From an optimization exercise on the open Yosys and OpenROAD flow, aimed at small area, a short achievable clock period and few clock cycles per item; shortcuts taken in it are not production practice. In this exercise RTL edits were held to simulation tests only and were not proved equivalent to the original.

==> job 5657 <==
## pi_ctrl
module pi_ctrl (
    input  wire        clk,
    input  wire        rst,           
    input  wire        in_valid,
    output wire        in_ready,
    input  wire [31:0] ref_in,
    input  wire [31:0] fb_in,
    input  wire [31:0] trk_in,
    input  wire [31:0] trken_in,
    input  wire [31:0] lo_in,
    input  wire [31:0] hi_in,
    input  wire [4:0]  conn,          
    input  wire [31:0] kp,            
    input  wire [31:0] kit,           
    input  wire [31:0] lo_p,          
    input  wire [31:0] hi_p,          
    input  wire [4:0]  trk_bit,       
    input  wire        flag_clr,      
    output reg         out_valid,
    output reg  [31:0] y,
    output reg  [31:0] flg,
    output reg         sat
);
export LEC_CHECK = 0
export ABC_AREA = 1
export ABC_CLOCK_PERIOD_IN_PS = 10000
export CAP_MARGIN = 20
export CORE_MARGIN = 2
export CORE_UTILIZATION = 50
export SETUP_SLACK_MARGIN = 2
export SLEW_MARGIN = 20
create_clock -name core_clock -period 44.0 [get_ports {clk}]
run.sh (not shown) runs the stock make flow with config.mk's settings and CLKGATE_MAP_FILE= SYNTH_SCRIPT=/design/flow/synth_recipe.tcl, a recipe that flattens the netlist after the stock synthesis.
==> job 1633: changes against job 5657 <==
--- a/flow/design.v
+++ b/flow/design.v
@@ -18,23 +18,26 @@
     input  wire        flag_clr,      
     output reg         out_valid,
     output reg  [31:0] y,
     output reg  [31:0] flg,
     output reg         sat
 );
     localparam signed [63:0] S64_MAX = 64'sh7FFF_FFFF_FFFF_FFFF;
     localparam signed [63:0] S64_MIN = -64'sh7FFF_FFFF_FFFF_FFFF - 64'sd1;
+    reg        rst_q;
+    always @(posedge clk) rst_q <= rst;
     reg        rdy_q;                 
     reg        rdy_o;                 
     reg        adjq;                  
     reg        v1;
-    reg [31:0] ref1, fb1, trk1, trken1, loi1, hii1, lop1, hip1, kp1, kit1;
-    reg [4:0]  conn1, tbit1;
+    reg [31:0] ref1, fb1, trk1, loi1, hii1, lop1, hip1, kp1, kit1;
+    reg [4:0]  conn1;
     reg        fclr1;
+    reg        track1;                
     assign in_ready = rdy_o;
     wire kp_same = v1 && (kp == kp1);
     always @(posedge clk) begin
         if (rst) begin
             rdy_q <= 1'b1;
             rdy_o <= 1'b1;
             adjq  <= 1'b0;
             v1    <= 1'b0;
@@ -43,87 +46,96 @@
             rdy_o <= !(in_valid && rdy_o && !kp_same);
             adjq  <= in_valid && !adjq && !kp_same;
             if (rdy_q) v1 <= in_valid;
         end
         if (rdy_q) begin
             ref1   <= ref_in;
             fb1    <= fb_in;
             trk1   <= trk_in;
-            trken1 <= trken_in;
+            track1 <= conn[2] && trken_in[trk_bit];
             loi1   <= lo_in;
             hii1   <= hi_in;
             lop1   <= lo_p;
             hip1   <= hi_p;
             kp1    <= kp;
             kit1   <= kit;
             conn1  <= conn;
-            tbit1  <= trk_bit;
             fclr1  <= flag_clr;
         end
     end
     wire adjA  = adjq;                
     wire normA = v1 && !adjq;         
-    reg signed [31:0] kpu;            
-    reg signed [31:0] eprev;          
     wire signed [31:0] ref_s = ref1;
     wire signed [31:0] fb_s  = conn1[0] ? fb1  : 32'd0;
     wire signed [31:0] trk_s = conn1[1] ? trk1 : 32'd0;
-    wire               tracking = conn1[2] && trken1[tbit1];
+    wire               tracking = track1;
     wire signed [32:0] e_full;
     wire               e_co;
     bk_add33 u_esub (.a({ref_s[31], ref_s}), .b(~{fb_s[31], fb_s}), .cin(1'b1), .s(e_full), .cout(e_co));
     wire signed [31:0] e = (e_full[32] != e_full[31]) ?
                            (e_full[32] ? 32'sh8000_0000 : 32'sh7FFF_FFFF) : e_full[31:0];
     wire signed [31:0] lo_ps = lop1;
     wire signed [31:0] hi_ps = hip1;
     wire signed [31:0] lo_is = loi1;
     wire signed [31:0] hi_is = hii1;
     wire signed [31:0] lo = (conn1[3] && lo_is > lo_ps) ? lo_is : lo_ps;
     wire signed [31:0] hi = (conn1[4] && hi_is < hi_ps) ? hi_is : hi_ps;
     wire signed [32:0] dkp;
     wire               dkp_co;
-    bk_add33 u_dkp (.a({kpu[31], kpu}), .b(~{kp1[31], kp1}), .cin(1'b1), .s(dkp), .cout(dkp_co));
+    bk_add33 u_dkp (.a({kpb[31], kpb}), .b(~{kp1[31], kp1}), .cin(1'b1), .s(dkp), .cout(dkp_co));
     wire kit_nz = |kit1;
     wire e_nz   = |e;
     wire dpos_a = kit_nz && e_nz && (kit1[31] == e[31]);
     wire dneg_a = kit_nz && e_nz && (kit1[31] != e[31]);
+    wire [32:0] ey = {e, 1'b0};
+    wire [15:0] e_one, e_two, e_neg;
+    genvar gi;
+    generate for (gi = 0; gi < 16; gi = gi + 1) begin : g_enc
+        assign e_one[gi] = ey[2*gi+1] ^ ey[2*gi];
+        assign e_two[gi] = (ey[2*gi+2] & ~ey[2*gi+1] & ~ey[2*gi]) | (~ey[2*gi+2] & ey[2*gi+1] & ey[2*gi]);
+        assign e_neg[gi] = ey[2*gi+2];
+    end endgenerate
     reg        adjb, normb;
-    reg [31:0] kpb, yb;
+    reg [31:0] kpb;
+    reg [15:0] y1b, y2b, ynb;
     reg [32:0] xb;
     reg [31:0] lob, hib, trkb;
     reg        trackb, fclrb, dposb, dnegb;
     always @(posedge clk) begin
         if (rst) begin
             adjb  <= 1'b0;
             normb <= 1'b0;
-            kpu   <= 32'd0;
-            eprev <= 32'd0;
         end else begin
             adjb  <= adjA;
             normb <= normA;
-            if (normA) begin
-                kpu   <= kp1;
-                eprev <= e;
-            end
         end
-        kpb    <= kp1;
+        if (rst_q) begin
+            kpb <= 32'd0;
+            y1b <= 16'd0;
+            y2b <= 16'd0;
+            ynb <= 16'd0;
+        end else if (normA) begin
+            kpb <= kp1;
+            y1b <= e_one;
+            y2b <= e_two;
+            ynb <= e_neg;
+        end
         xb     <= adjA ? dkp : {kit1[31], kit1};
-        yb     <= adjA ? eprev : e;
         lob    <= lo;
         hib    <= hi;
         trkb   <= trk_s;
         trackb <= tracking;
         fclrb  <= fclr1;
         dposb  <= dpos_a;
         dnegb  <= dneg_a;
     end
     wire [63:0] pa;                   
     wire [64:0] pb;                   
-    pi_mul u_mul (.x0(kpb), .x1(xb), .y(yb), .p0(pa), .p1(pb));
+    pi_mul u_mul (.x0(kpb), .x1(xb), .b_one(y1b), .b_two(y2b), .b_neg(ynb), .p0(pa), .p1(pb));
     wire signed [31:0] lo_m  = lob;
     wire signed [31:0] hi_m  = hib;
     wire signed [31:0] trk_m = trkb;
     wire signed [31:0] t_lo  = (trk_m < lo_m) ? lo_m : trk_m;
     wire signed [31:0] t     = (t_lo > hi_m) ? hi_m : t_lo;
     reg        adj2, norm2;
     reg [63:0] kpe2;
     reg [64:0] kd2;
@@ -196,49 +208,46 @@
                              x_hi_g ? hi_acc : (hold ? i_q : i_sum);
     wire signed [31:0] t_c = t2;
     wire signed [63:0] i_t;
     wire               i_t_co;
     bk_add64 u_it (.a({{8{t_c[31]}}, t_c, 24'd0}), .b(~kpe), .cin(1'b1), .s(i_t), .cout(i_t_co));
     wire lim_sticky = (lim_order_q && !fclr2) || lohi2;
     wire limited    = trk2 ? limt2 : limited_n;
     always @(posedge clk) begin
-        if (rst) begin
+        if (rst)
+            out_valid <= 1'b0;
+        else
+            out_valid <= norm2;
+        if (rst_q) begin
             i_q         <= 64'd0;
             lim_order_q <= 1'b0;
-            out_valid   <= 1'b0;
         end else begin
-            out_valid <= norm2;
             if (adj2)
                 i_q <= i_sum;
             else if (norm2)
                 i_q <= trk2 ? i_t : i_n;
             if (norm2)
                 lim_order_q <= lim_sticky;
         end
         y   <= trk2 ? t_c : y_n;
         flg <= {16'd0, 7'd0, lim_sticky, 6'd0, trk2, limited};
         sat <= trk2 ? limt2 : (limited_n || q_hi || q_lo);
     end
 endmodule
 module pi_mul (
     input  wire [31:0] x0,
     input  wire [32:0] x1,
-    input  wire [31:0] y,
+    input  wire [15:0] b_one,
+    input  wire [15:0] b_two,
+    input  wire [15:0] b_neg,
     output wire [63:0] p0,
     output wire [64:0] p1
 );
-    wire [32:0] yy = {y, 1'b0};
-    wire [15:0] b_one, b_two, b_neg;
     genvar g;
-    generate for (g = 0; g < 16; g = g + 1) begin : enc
-        assign b_one[g] = yy[2*g+1] ^ yy[2*g];
-        assign b_two[g] = (yy[2*g+2] & ~yy[2*g+1] & ~yy[2*g]) | (~yy[2*g+2] & yy[2*g+1] & yy[2*g]);
-        assign b_neg[g] = yy[2*g+2];
-    end endgenerate
     wire [33:0] xe0 = {x0[31], x0, 1'b0};
     wire [32:0] pp0_0;
     generate for (g = 0; g < 33; g = g + 1) begin : gsel0_0
         assign pp0_0[g] = ((b_one[0] & xe0[g+1]) | (b_two[0] & xe0[g])) ^ b_neg[0];
     end endgenerate
     wire [32:0] pp0_1;
     generate for (g = 0; g < 33; g = g + 1) begin : gsel0_1
         assign pp0_1[g] = ((b_one[1] & xe0[g+1]) | (b_two[1] & xe0[g])) ^ b_neg[1];
==> flow/flow/run.sh (new file) <==
#!/bin/bash
# The standard layout, with plain buffers (buf_2) on the ports instead of
# the delay buffers buffer_ports would otherwise pick.
set -euo pipefail
export BUFFER_PORTS_ARGS="-buffer_cell sky130_fd_sc_hd__buf_2"
bash standard.sh > standard_flow.log 2>&1
==> flow/standard.sh (new file) <==
#!/bin/bash
# synth_recipe.tcl (not shown) runs the flow's synth.tcl, then flattens the netlist and writes it again
# the make line also repeats each setting of config.mk as NAME=value (left out here)
make -C /OpenROAD-flow-scripts/flow DESIGN_CONFIG=/design/flow/config.mk WORK_HOME=/design/flow/orfs CLKGATE_MAP_FILE= SYNTH_SCRIPT=/design/flow/synth_recipe.tcl "${@:-finish}"
removed: flow/run.sh
==> job 1295: changes against job 5657 <==
--- a/flow/design.v
+++ b/flow/design.v
@@ -150,17 +150,22 @@
         dneg2 <= dnegb;
     end
     reg signed [63:0] i_q;            
     reg               lim_order_q;    
     wire signed [63:0] kpe  = kpe2;
     wire signed [64:0] kd   = kd2;
     wire signed [31:0] lo_c = lo2;
     wire signed [31:0] hi_c = hi2;
-    wire signed [64:0] acc = {kpe[63], kpe} + {i_q[63], i_q};
+    wire signed [31:0] t_c = t2;
+    wire        [64:0] acc_a = trk2 ? {{9{t_c[31]}}, t_c, 24'd0} : {i_q[63], i_q};
+    wire        [64:0] acc_b = trk2 ? ~{kpe[63], kpe} : {kpe[63], kpe};
+    wire signed [64:0] acc;
+    wire               acc_co;
+    bk_add65 u_acc (.a(acc_a), .b(acc_b), .cin(trk2), .s(acc), .cout(acc_co));
     wire               s_neg  = acc[64];
     wire               rnd_up = acc[23] && (!s_neg || (|acc[22:0]));
     wire signed [40:0] q;
     wire               q_co;
     bk_add41 u_rnd (.a(acc[64:24]), .b(41'd0), .cin(rnd_up), .s(q), .cout(q_co));
     wire               q_hi   = !q[40] && (|q[39:31]);
     wire               q_lo   = q[40] && !(&q[39:31]);
     wire signed [31:0] v = q_hi ? 32'sh7FFF_FFFF : q_lo ? 32'sh8000_0000 : q[31:0];
@@ -170,17 +175,19 @@
     wire               lo_m1_co;
     bk_add32 u_lom1 (.a(lo_c), .b(32'hFFFF_FFFF), .cin(1'b0), .s(lo_m1), .cout(lo_m1_co));
     wire signed [64:0] k_lo = {{9{lo_m1[31]}}, lo_m1, 1'b1, 22'd0, lo_le0};
     wire               v_gt_hi = (acc >= k_hi) && (hi_c != 32'sh7FFF_FFFF);
     wire               v_lt_lo = (acc <  k_lo) && (lo_c != 32'sh8000_0000);
     wire signed [31:0] y_n = v_lt_lo ? (lohi2 ? hi_c : lo_c) : (v_gt_hi ? hi_c : v);
     wire               limited_n = (y_n != v);
     wire               hold  = (v_gt_hi && dpos2) || (v_lt_lo && dneg2);
-    wire signed [65:0] sum   = {{2{i_q[63]}}, i_q} + {kd[64], kd};
+    wire signed [65:0] sum;
+    wire               sum_co;
+    bk_add66 u_sum (.a({{2{i_q[63]}}, i_q}), .b({kd[64], kd}), .cin(1'b0), .s(sum), .cout(sum_co));
     wire               sum_ovf = (sum[65:63] != 3'b000) && (sum[65:63] != 3'b111);
     wire signed [63:0] i_sum = !sum_ovf ? sum[63:0] : (sum[65] ? S64_MIN : S64_MAX);
     wire signed [41:0] lo42    = {{10{lo_c[31]}}, lo_c};
     wire signed [41:0] hi42    = {{10{hi_c[31]}}, hi_c};
     wire signed [41:0] i_top   = {{2{i_q[63]}}, i_q[63:24]};
     wire               i_lo_l  = i_top < lo42;
     wire               i_hi_g  = (i_top > hi42) ||
                                  ((i_top == hi42) && (|i_q[23:0]));
@@ -189,20 +196,17 @@
     wire               s_hi_g  = (s_top > hi42) ||
                                  ((s_top == hi42) && (|sum[23:0]));
     wire               x_lo_l  = hold ? i_lo_l : s_lo_l;
     wire               x_hi_g  = hold ? i_hi_g : s_hi_g;
     wire signed [63:0] lo_acc  = {{8{lo_c[31]}}, lo_c, 24'd0};
     wire signed [63:0] hi_acc  = {{8{hi_c[31]}}, hi_c, 24'd0};
     wire signed [63:0] i_n = x_lo_l ? (lohi2 ? hi_acc : lo_acc) :
                              x_hi_g ? hi_acc : (hold ? i_q : i_sum);
-    wire signed [31:0] t_c = t2;
-    wire signed [63:0] i_t;
-    wire               i_t_co;
-    bk_add64 u_it (.a({{8{t_c[31]}}, t_c, 24'd0}), .b(~kpe), .cin(1'b1), .s(i_t), .cout(i_t_co));
+    wire signed [63:0] i_t = acc[63:0];
     wire lim_sticky = (lim_order_q && !fclr2) || lohi2;
     wire limited    = trk2 ? limt2 : limited_n;
     always @(posedge clk) begin
         if (rst) begin
             i_q         <= 64'd0;
             lim_order_q <= 1'b0;
             out_valid   <= 1'b0;
         end else begin
@@ -2991,8 +2995,198 @@
     wire gn118 = g0[58] | (p0[58] & gn88);
     wire gn119 = g0[60] | (p0[60] & gn74);
     wire gn120 = g0[62] | (p0[62] & gn89);
     wire gn121 = g0[64] | (p0[64] & gn63);
     wire [64:0] cc = {gn63, gn120, gn89, gn119, gn74, gn118, gn88, gn117, gn67, gn116, gn87, gn115, gn73, gn114, gn86, gn113, gn64, gn112, gn85, gn111, gn72, gn110, gn84, gn109, gn66, gn108, gn83, gn107, gn71, gn106, gn82, gn105, gn61, gn104, gn81, gn103, gn70, gn102, gn80, gn101, gn65, gn100, gn79, gn99, gn69, gn98, gn78, gn97, gn57, gn96, gn77, gn95, gn68, gn94, gn76, gn93, gn49, gn92, gn75, gn91, gn33, gn90, gn1, gc0, cin};
     assign s = p0 ^ cc;
     assign cout = gn121;
 endmodule
+module bk_add66 (input wire [65:0] a, input wire [65:0] b, input wire cin,
+    output wire [65:0] s, output wire cout);
+    wire [65:0] p0 = a ^ b;
+    wire [65:0] g0 = a & b;
+    wire gc0 = g0[0] | (p0[0] & cin);
+    wire gn1 = g0[1] | (p0[1] & gc0);
+    wire gn2 = g0[3] | (p0[3] & g0[2]);
+    wire pn2 = p0[3] & p0[2];
+    wire gn3 = g0[5] | (p0[5] & g0[4]);
+    wire pn3 = p0[5] & p0[4];
+    wire gn4 = g0[7] | (p0[7] & g0[6]);
+    wire pn4 = p0[7] & p0[6];
+    wire gn5 = g0[9] | (p0[9] & g0[8]);
+    wire pn5 = p0[9] & p0[8];
+    wire gn6 = g0[11] | (p0[11] & g0[10]);
+    wire pn6 = p0[11] & p0[10];
+    wire gn7 = g0[13] | (p0[13] & g0[12]);
+    wire pn7 = p0[13] & p0[12];
+    wire gn8 = g0[15] | (p0[15] & g0[14]);
+    wire pn8 = p0[15] & p0[14];
+    wire gn9 = g0[17] | (p0[17] & g0[16]);
+    wire pn9 = p0[17] & p0[16];
+    wire gn10 = g0[19] | (p0[19] & g0[18]);
+    wire pn10 = p0[19] & p0[18];
+    wire gn11 = g0[21] | (p0[21] & g0[20]);
+    wire pn11 = p0[21] & p0[20];
+    wire gn12 = g0[23] | (p0[23] & g0[22]);
+    wire pn12 = p0[23] & p0[22];
+    wire gn13 = g0[25] | (p0[25] & g0[24]);
+    wire pn13 = p0[25] & p0[24];
+    wire gn14 = g0[27] | (p0[27] & g0[26]);
+    wire pn14 = p0[27] & p0[26];
+    wire gn15 = g0[29] | (p0[29] & g0[28]);
+    wire pn15 = p0[29] & p0[28];
+    wire gn16 = g0[31] | (p0[31] & g0[30]);
+    wire pn16 = p0[31] & p0[30];
+    wire gn17 = g0[33] | (p0[33] & g0[32]);
+    wire pn17 = p0[33] & p0[32];
+    wire gn18 = g0[35] | (p0[35] & g0[34]);
+    wire pn18 = p0[35] & p0[34];
+    wire gn19 = g0[37] | (p0[37] & g0[36]);
+    wire pn19 = p0[37] & p0[36];
+    wire gn20 = g0[39] | (p0[39] & g0[38]);
+    wire pn20 = p0[39] & p0[38];
+    wire gn21 = g0[41] | (p0[41] & g0[40]);
+    wire pn21 = p0[41] & p0[40];
+    wire gn22 = g0[43] | (p0[43] & g0[42]);
+    wire pn22 = p0[43] & p0[42];
+    wire gn23 = g0[45] | (p0[45] & g0[44]);
+    wire pn23 = p0[45] & p0[44];
+    wire gn24 = g0[47] | (p0[47] & g0[46]);
+    wire pn24 = p0[47] & p0[46];
+    wire gn25 = g0[49] | (p0[49] & g0[48]);
+    wire pn25 = p0[49] & p0[48];
+    wire gn26 = g0[51] | (p0[51] & g0[50]);
+    wire pn26 = p0[51] & p0[50];
+    wire gn27 = g0[53] | (p0[53] & g0[52]);
+    wire pn27 = p0[53] & p0[52];
+    wire gn28 = g0[55] | (p0[55] & g0[54]);
+    wire pn28 = p0[55] & p0[54];
+    wire gn29 = g0[57] | (p0[57] & g0[56]);
+    wire pn29 = p0[57] & p0[56];
+    wire gn30 = g0[59] | (p0[59] & g0[58]);
+    wire pn30 = p0[59] & p0[58];
+    wire gn31 = g0[61] | (p0[61] & g0[60]);
+    wire pn31 = p0[61] & p0[60];
+    wire gn32 = g0[63] | (p0[63] & g0[62]);
+    wire pn32 = p0[63] & p0[62];
+    wire gn33 = g0[65] | (p0[65] & g0[64]);
+    wire pn33 = p0[65] & p0[64];
+    wire gn34 = gn2 | (pn2 & gn1);
+    wire gn35 = gn4 | (pn4 & gn3);
+    wire pn35 = pn4 & pn3;
+    wire gn36 = gn6 | (pn6 & gn5);
+    wire pn36 = pn6 & pn5;
+    wire gn37 = gn8 | (pn8 & gn7);
+    wire pn37 = pn8 & pn7;
+    wire gn38 = gn10 | (pn10 & gn9);
+    wire pn38 = pn10 & pn9;
+    wire gn39 = gn12 | (pn12 & gn11);
+    wire pn39 = pn12 & pn11;
+    wire gn40 = gn14 | (pn14 & gn13);
+    wire pn40 = pn14 & pn13;
+    wire gn41 = gn16 | (pn16 & gn15);
+    wire pn41 = pn16 & pn15;
+    wire gn42 = gn18 | (pn18 & gn17);
+    wire pn42 = pn18 & pn17;
+    wire gn43 = gn20 | (pn20 & gn19);
+    wire pn43 = pn20 & pn19;
+    wire gn44 = gn22 | (pn22 & gn21);
+    wire pn44 = pn22 & pn21;
+    wire gn45 = gn24 | (pn24 & gn23);
+    wire pn45 = pn24 & pn23;
+    wire gn46 = gn26 | (pn26 & gn25);
+    wire pn46 = pn26 & pn25;
+    wire gn47 = gn28 | (pn28 & gn27);
+    wire pn47 = pn28 & pn27;
+    wire gn48 = gn30 | (pn30 & gn29);
+    wire pn48 = pn30 & pn29;
+    wire gn49 = gn32 | (pn32 & gn31);
+    wire pn49 = pn32 & pn31;
+    wire gn50 = gn35 | (pn35 & gn34);
+    wire gn51 = gn37 | (pn37 & gn36);
+    wire pn51 = pn37 & pn36;
+    wire gn52 = gn39 | (pn39 & gn38);
+    wire pn52 = pn39 & pn38;
+    wire gn53 = gn41 | (pn41 & gn40);
+    wire pn53 = pn41 & pn40;
+    wire gn54 = gn43 | (pn43 & gn42);
+    wire pn54 = pn43 & pn42;
+    wire gn55 = gn45 | (pn45 & gn44);
+    wire pn55 = pn45 & pn44;
+    wire gn56 = gn47 | (pn47 & gn46);
+    wire pn56 = pn47 & pn46;
+    wire gn57 = gn49 | (pn49 & gn48);
+    wire pn57 = pn49 & pn48;
+    wire gn58 = gn51 | (pn51 & gn50);
+    wire gn59 = gn53 | (pn53 & gn52);
+    wire pn59 = pn53 & pn52;
+    wire gn60 = gn55 | (pn55 & gn54);
+    wire pn60 = pn55 & pn54;
+    wire gn61 = gn57 | (pn57 & gn56);
+    wire pn61 = pn57 & pn56;
+    wire gn62 = gn59 | (pn59 & gn58);
+    wire gn63 = gn61 | (pn61 & gn60);
+    wire pn63 = pn61 & pn60;
+    wire gn64 = gn63 | (pn63 & gn62);
+    wire gn65 = gn60 | (pn60 & gn62);
+    wire gn66 = gn52 | (pn52 & gn58);
+    wire gn67 = gn54 | (pn54 & gn62);
+    wire gn68 = gn56 | (pn56 & gn65);
+    wire gn69 = gn36 | (pn36 & gn50);
+    wire gn70 = gn38 | (pn38 & gn58);
+    wire gn71 = gn40 | (pn40 & gn66);
+    wire gn72 = gn42 | (pn42 & gn62);
+    wire gn73 = gn44 | (pn44 & gn67);
+    wire gn74 = gn46 | (pn46 & gn65);
+    wire gn75 = gn48 | (pn48 & gn68);
+    wire gn76 = gn3 | (pn3 & gn34);
+    wire gn77 = gn5 | (pn5 & gn50);
+    wire gn78 = gn7 | (pn7 & gn69);
+    wire gn79 = gn9 | (pn9 & gn58);
+    wire gn80 = gn11 | (pn11 & gn70);
+    wire gn81 = gn13 | (pn13 & gn66);
+    wire gn82 = gn15 | (pn15 & gn71);
+    wire gn83 = gn17 | (pn17 & gn62);
+    wire gn84 = gn19 | (pn19 & gn72);
+    wire gn85 = gn21 | (pn21 & gn67);
+    wire gn86 = gn23 | (pn23 & gn73);
+    wire gn87 = gn25 | (pn25 & gn65);
+    wire gn88 = gn27 | (pn27 & gn74);
+    wire gn89 = gn29 | (pn29 & gn68);
+    wire gn90 = gn31 | (pn31 & gn75);
+    wire gn91 = gn33 | (pn33 & gn64);
+    wire gn92 = g0[2] | (p0[2] & gn1);
+    wire gn93 = g0[4] | (p0[4] & gn34);
+    wire gn94 = g0[6] | (p0[6] & gn76);
+    wire gn95 = g0[8] | (p0[8] & gn50);
+    wire gn96 = g0[10] | (p0[10] & gn77);
+    wire gn97 = g0[12] | (p0[12] & gn69);
+    wire gn98 = g0[14] | (p0[14] & gn78);
+    wire gn99 = g0[16] | (p0[16] & gn58);
+    wire gn100 = g0[18] | (p0[18] & gn79);
+    wire gn101 = g0[20] | (p0[20] & gn70);
+    wire gn102 = g0[22] | (p0[22] & gn80);
+    wire gn103 = g0[24] | (p0[24] & gn66);
+    wire gn104 = g0[26] | (p0[26] & gn81);
+    wire gn105 = g0[28] | (p0[28] & gn71);
+    wire gn106 = g0[30] | (p0[30] & gn82);
+    wire gn107 = g0[32] | (p0[32] & gn62);
+    wire gn108 = g0[34] | (p0[34] & gn83);
+    wire gn109 = g0[36] | (p0[36] & gn72);
+    wire gn110 = g0[38] | (p0[38] & gn84);
+    wire gn111 = g0[40] | (p0[40] & gn67);
+    wire gn112 = g0[42] | (p0[42] & gn85);
+    wire gn113 = g0[44] | (p0[44] & gn73);
+    wire gn114 = g0[46] | (p0[46] & gn86);
+    wire gn115 = g0[48] | (p0[48] & gn65);
+    wire gn116 = g0[50] | (p0[50] & gn87);
+    wire gn117 = g0[52] | (p0[52] & gn74);
+    wire gn118 = g0[54] | (p0[54] & gn88);
+    wire gn119 = g0[56] | (p0[56] & gn68);
+    wire gn120 = g0[58] | (p0[58] & gn89);
+    wire gn121 = g0[60] | (p0[60] & gn75);
+    wire gn122 = g0[62] | (p0[62] & gn90);
+    wire gn123 = g0[64] | (p0[64] & gn64);
+    wire [65:0] cc = {gn123, gn64, gn122, gn90, gn121, gn75, gn120, gn89, gn119, gn68, gn118, gn88, gn117, gn74, gn116, gn87, gn115, gn65, gn114, gn86, gn113, gn73, gn112, gn85, gn111, gn67, gn110, gn84, gn109, gn72, gn108, gn83, gn107, gn62, gn106, gn82, gn105, gn71, gn104, gn81, gn103, gn66, gn102, gn80, gn101, gn70, gn100, gn79, gn99, gn58, gn98, gn78, gn97, gn69, gn96, gn77, gn95, gn50, gn94, gn76, gn93, gn34, gn92, gn1, gc0, cin};
+    assign s = p0 ^ cc;
+    assign cout = gn91;
+endmodule
==> comparison <==
Against job 1295, the sequential share of layout area of job 5657 is lower by 0.98 points.
The lowest die area belongs to job 1295, the highest to job 5657.
Between job 5657 and job 1633, the lower clock-buffer cell count is in job 1633 (gap 11).
Against job 1295, the utilization of job 5657 is higher by 0.061 points.
The highest via count belongs to job 5657, the lowest to job 1295.
Job 1633 produced a clean layout. Job 1295 ran to the end with no violations. Job 5657 finished clean.
Worst setup slack, lowest first: job 1295, job 5657, job 1633.
Area after synthesis: job 1295 < job 1633 < job 5657.
Between job 1633 and job 1295, the lower sequential cell count is in job 1633 (gap 84).
Critical path depth: job 1633 < job 5657 < job 1295.
In job 1633 the register-to-register slack is better than in job 5657, by 1300 ps.
Testbench counts of job 5657, summed over its fixed seeds: cycles 16,547, execs 16,000.
Testbench counts of job 1633, summed over its fixed seeds: cycles 16,547, execs 16,000.
Testbench counts of job 1295, summed over its fixed seeds: cycles 16,547, execs 16,000.

separate check: timing with driven ports:
The results above use ideal ports. As a check the final layouts listed here were re-extracted and re-timed, cells and wires unchanged. Step 1 (the two cells are an assumption about what drives the block):
set clk [get_ports {clk}]
set_driving_cell -lib_cell sky130_fd_sc_hd__clkbuf_16 $clk
set_driving_cell -lib_cell sky130_fd_sc_hd__buf_2 [delete_from_list [all_inputs] $clk]
Step 2 times the ports against the registers' clock, not the clock port: input delays grow and output delays shrink by t, the midpoint of the rising clock arrivals with the driver on. Three values: no drivers, after step 1, after step 2; two values: the first two.
run | t (ns) | setup slack, ns | slew at the worst register clock pin (ns)
job 5657 | 0.874 | 33.441 / 33.395 / 32.647 | 0.08 / 0.08
job 1633 | 0.857 | 33.925 / 33.828 / 33.325 | 0.08 / 0.08
job 1295 | 0.844 | 32.096 / 32.096 / 32.096 | 0.07 / 0.07
After both steps setup and hold are still met in every run listed. For job 5657, which loses most, drivers alone change the setup slack by -0.046 ns; drivers and shift together by -0.794 ns.
